Background: an optimization exercise with open tools, aiming at small area, a short achievable clock period and few clock cycles. Do not read the settings as production practice.
In this exercise RTL edits were held to simulation tests only and were not proved equivalent to the original.
Power and IR drop assume default switching activity.

## dsp_exec
module dsp_exec (
    input  wire        clk,
    input  wire        rst,         
    input  wire        in_valid,
    output wire        in_ready,
    input  wire [35:0] in_insn,
    output reg         out_valid,
    input  wire        out_ready,
    output reg  [31:0] out_d,
    output reg  [39:0] out_acc,
    output reg  [15:0] out_st
);
Size: roughly 5600 cells after synthesis.
==> flow/config.mk <==
export PLATFORM = sky130hd
export DESIGN_NAME = dsp_exec
export DESIGN_NICKNAME = dsp_exec
export VERILOG_FILES = /design/flow/design.v
export SDC_FILE = /design/flow/constraint.sdc
export NUM_CORES = 4
export LEC_CHECK = 0
export CAP_MARGIN = 20
export CORE_MARGIN = 2
export CORE_UTILIZATION = 60
export CTS_BUF_LIST = sky130_fd_sc_hd__clkbuf_8
export PLACE_DENSITY = 0.72
export SETUP_SLACK_MARGIN = 0.5
export SLEW_MARGIN = 20
==> flow/constraint.sdc <==
create_clock -name core_clock -period 17.0 [get_ports {clk}]
set_input_delay 3.4000 -clock core_clock [delete_from_list [all_inputs] [get_ports {clk}]]
set_output_delay 3.4000 -clock core_clock [all_outputs]
set_load 0.01 [all_outputs]
standard.sh (not shown) runs the stock make flow with config.mk's settings and CLKGATE_MAP_FILE= SYNTH_SCRIPT=/design/flow/synth_recipe.tcl, a recipe that flattens the netlist after the stock synthesis.
==> flow/flow/run.sh <==
#!/bin/bash
# Standard ORFS layout (the standard.sh) with two changes to how it is made:
#  - setup repair aims for slack well beyond the 17 ns clock (SETUP_SLACK_MARGIN
#    raised), so repair_timing works the paths down to about 5.4 ns;
#  - the port buffers are buf_2 cells (resizable buf family) instead of the
#    default delay-buffer cell, which MATCH_CELL_FOOTPRINT keeps from resizing.
# Clock, constraints and every other step are unchanged.  Make's output goes to
# flow_make.log; ORFS writes each step's log under orfs/logs.
set -euo pipefail
MARGIN=${MARGIN:-11.6}
bash standard.sh SETUP_SLACK_MARGIN=$MARGIN "BUFFER_PORTS_ARGS=-buffer_cell sky130_fd_sc_hd__buf_2" finish > flow_make.log 2>&1
Testbench counts at the start, summed over its fixed seeds: cycles 32,773.
Then changed:
- CORE_UTILIZATION: 60 -> 55
- CTS_BUF_LIST: sky130_fd_sc_hd__clkbuf_8 -> unset
- CTS_CLUSTER_DIAMETER: unset -> 60
- CTS_CLUSTER_SIZE: unset -> 24
- PLACE_DENSITY: 0.72 -> 0.68
=> The changed run ran to the end with no violations. Core utilization is lower by 7.4 points. Hold slack gets better by 4.7 ps. Cell area went down by 2.3%. Cell count is lower by 1.7%. Power fell by 1.7%. Sequential power hardly moves. First-iteration DRC count goes down by 8.4%. Clock-buffer cell count falls by 70. Setup slack is better by 69 ps. Maximum frequency increases by 1.2%.
Then changed:
- CORE_UTILIZATION: 55 -> 60
- CTS_CLUSTER_DIAMETER: 60 -> unset
- CTS_CLUSTER_SIZE: 24 -> unset
- PLACE_DENSITY: 0.68 -> 0.72
The new run completed with no timing, DRC or antenna violations.
Register-to-register slack gets better by 90 ps.
Sequential cell count is unchanged.
Setup slack is better by 92 ps.
Power went up by 2.5%.
Wire length is higher by 0.66%.
Utilization increases by 7.3 points.
Clock power went up by about 8%.
Critical path depth rose by 5.
Sequential power stays flat.
Count of clock-buffer cells in the layout rises by 41.
Then changed:
==> flow/flow/run.sh (replaced) <==
#!/bin/bash
# Standard ORFS layout (the standard.sh) with two changes to how it is made:
#  - setup repair aims for slack well beyond the 17 ns clock (SETUP_SLACK_MARGIN
#    raised), so repair_timing works the paths down to about 5.1 ns;
#  - the port buffers are buf_2 cells (resizable buf family) instead of the
#    default delay-buffer cell, which MATCH_CELL_FOOTPRINT keeps from resizing.
# Clock, constraints and every other step are unchanged.  Make's output goes to
# flow_make.log; ORFS writes each step's log under orfs/logs.
set -euo pipefail
MARGIN=${MARGIN:-11.9}
bash standard.sh SETUP_SLACK_MARGIN=$MARGIN "BUFFER_PORTS_ARGS=-buffer_cell sky130_fd_sc_hd__buf_2" finish > flow_make.log 2>&1
- ABC_AREA: unset -> 1
- CORE_UTILIZATION: 60 -> 55
- PLACE_DENSITY: 0.72 -> 0.68
What happened: Cell count went up by 25%. Clock-buffer cell count went down by 13. Via count went up by 7.1%. Wire length went up by 1.5%. Synthesized cell count went up by 31%. Die area went up by 10%. Setup slack improved by 340 ps. Final area went down by 1.1%. Sequential power went up by about 3%.

* * *

dsp_exec, a different RTL version from the one above (not shown whole).
Size in the first run: roughly 730 flip-flops, about 130 I/O pins.
Settings: LEC_CHECK=0, CAP_MARGIN=20, CORE_MARGIN=2, CORE_UTILIZATION=40, SETUP_SLACK_MARGIN=0.5, SLEW_MARGIN=20; clock period 17.0 ns.
run.sh (not shown) runs the stock make flow with config.mk's settings and CLKGATE_MAP_FILE= SYNTH_SCRIPT=/design/flow/synth_recipe.tcl, a recipe that flattens the netlist after the stock synthesis.
Stock flow here: none of the scripts above is used.
The starting point finished with timing, DRC and antenna clean.
Testbench counts at the start, summed over its fixed seeds: cycles 32,773.
Rerun with:
==> flow/flow/run.sh (new file) <==
#!/bin/bash
# Standard ORFS layout (the standard.sh), with the setup repair aiming
# for slack well beyond the 17 ns clock: SETUP_SLACK_MARGIN is raised so
# repair_timing works the paths down to about 6 ns.  The clock, constraints
# and every other step are unchanged.
set -euo pipefail
MARGIN=${MARGIN:-11}
bash standard.sh SETUP_SLACK_MARGIN=$MARGIN finish > flow_make.log 2>&1
==> flow/standard.sh (new file) <==
#!/bin/bash
# synth_recipe.tcl (not shown) runs the flow's synth.tcl, then flattens the netlist and writes it again
# the make line also repeats each setting of config.mk as NAME=value (left out here)
make -C /OpenROAD-flow-scripts/flow DESIGN_CONFIG=/design/flow/config.mk WORK_HOME=/design/flow/orfs CLKGATE_MAP_FILE= SYNTH_SCRIPT=/design/flow/synth_recipe.tcl "${@:-finish}"
removed: flow/run.sh
- count of clock-buffer cells in the layout came out lower by 19
- total power came out higher by 5.5%
- via count came out higher by 7.3%
- final area came out higher by 16%

* * *

Another version of the RTL of dsp_exec (not shown whole).
For scale: roughly 5500 cells after synthesis, ~800 flip-flops, ~55000 sq um of cells after synthesis.
Design dsp_exec, start of the top module:
module dsp_exec (
    input  wire        clk,
    input  wire        rst,         
    input  wire        in_valid,
    output wire        in_ready,
    input  wire [35:0] in_insn,
    output reg         out_valid,
    input  wire        out_ready,
    output reg  [31:0] out_d,
    output reg  [39:0] out_acc,
    output reg  [15:0] out_st
);
==> flow/config.mk <==
export PLATFORM = sky130hd
export DESIGN_NAME = dsp_exec
export DESIGN_NICKNAME = dsp_exec
export VERILOG_FILES = /design/flow/design.v
export SDC_FILE = /design/flow/constraint.sdc
export NUM_CORES = 4
export LEC_CHECK = 0
export CAP_MARGIN = 20
export CORE_MARGIN = 2
export CORE_UTILIZATION = 40
export SETUP_SLACK_MARGIN = 0.5
export SLEW_MARGIN = 20
==> flow/constraint.sdc <==
create_clock -name core_clock -period 17.0 [get_ports {clk}]
set_input_delay 3.4000 -clock core_clock [delete_from_list [all_inputs] [get_ports {clk}]]
set_output_delay 3.4000 -clock core_clock [all_outputs]
set_load 0.01 [all_outputs]
standard.sh (not shown) runs the stock make flow with config.mk's settings and CLKGATE_MAP_FILE= SYNTH_SCRIPT=/design/flow/synth_recipe.tcl, a recipe that flattens the netlist after the stock synthesis.
==> flow/flow/run.sh <==
#!/bin/bash
# Standard ORFS layout (the standard.sh) with two changes to how it is made:
#  - setup repair aims for slack well beyond the 17 ns clock (SETUP_SLACK_MARGIN
#    raised), so repair_timing works the paths down to about 5.4 ns;
#  - the port buffers are buf_2 cells (resizable buf family) instead of the
#    default delay-buffer cell, which MATCH_CELL_FOOTPRINT keeps from resizing.
# Clock, constraints and every other step are unchanged.  Make's output goes to
# flow_make.log; ORFS writes each step's log under orfs/logs.
set -euo pipefail
MARGIN=${MARGIN:-11.6}
bash standard.sh SETUP_SLACK_MARGIN=$MARGIN "BUFFER_PORTS_ARGS=-buffer_cell sky130_fd_sc_hd__buf_2" finish > flow_make.log 2>&1
The baseline completed with no timing, DRC or antenna violations.
Testbench counts at the start, summed over its fixed seeds: cycles 32,773.
Rerun with:
- CORE_UTILIZATION: 40 -> 60
- CTS_CLUSTER_DIAMETER: unset -> 100
- CTS_CLUSTER_SIZE: unset -> 30
- PLACE_DENSITY: unset -> 0.72
Register-to-register slack gets worse by 0.16 ns.
Clock power goes down by 36%.
Total power went down by 4.6%.
Sequential share of layout area came out higher by 1.5 points.
Clock skew climbs by 0.017 ns.
Critical path depth is higher by 6.
Maximum frequency shrinks by 2.8%.
Wire length went down by 1.4%.
Hold slack improves by 0.014 ns.

[re-timing with driven ports]
How much do the figures lean on ideal ports? The routed layouts below were timed once more, with nothing changed but the port constraints.
Step 1 assumes that a clkbuf_16 drives the clock port and a buf_2 every other input.
Step 2 adds t to the input delays and takes it off the output delays; t is the mean of the earliest and latest rising clock arrival at the registers after step 1. Input paths then give back, and output paths get back, about the clock's delay inside the block.
Three values: ideal ports, drivers, drivers and shift; two values: the first two.
run	shift t [ns]	slack for setup (ns)	cell pins on the clock port's net
the first run of note 1	0.938	11.339 / 11.339 / 10.799	1
the second run of note 1	0.766	11.407 / 11.407 / 10.977	1
the third run of note 1	0.753	11.499 / 11.499 / 10.958	1
the fourth run of note 1	0.781	11.840 / 11.840 / 11.248	1
the first run of note 2	0.778	8.270 / 8.270 / 8.270	1
the second run of note 2	0.777	10.558 / 10.558 / 10.545	1
the first run of note 3	0.784	11.518 / 11.518 / 10.977	1
the second run of note 3	0.762	11.363 / 11.363 / 10.896	1
After both steps setup and hold are still met in every run listed. For the fourth run of note 1, which loses most, drivers alone change the setup slack by 0.000 ns; drivers and shift together by -0.592 ns.
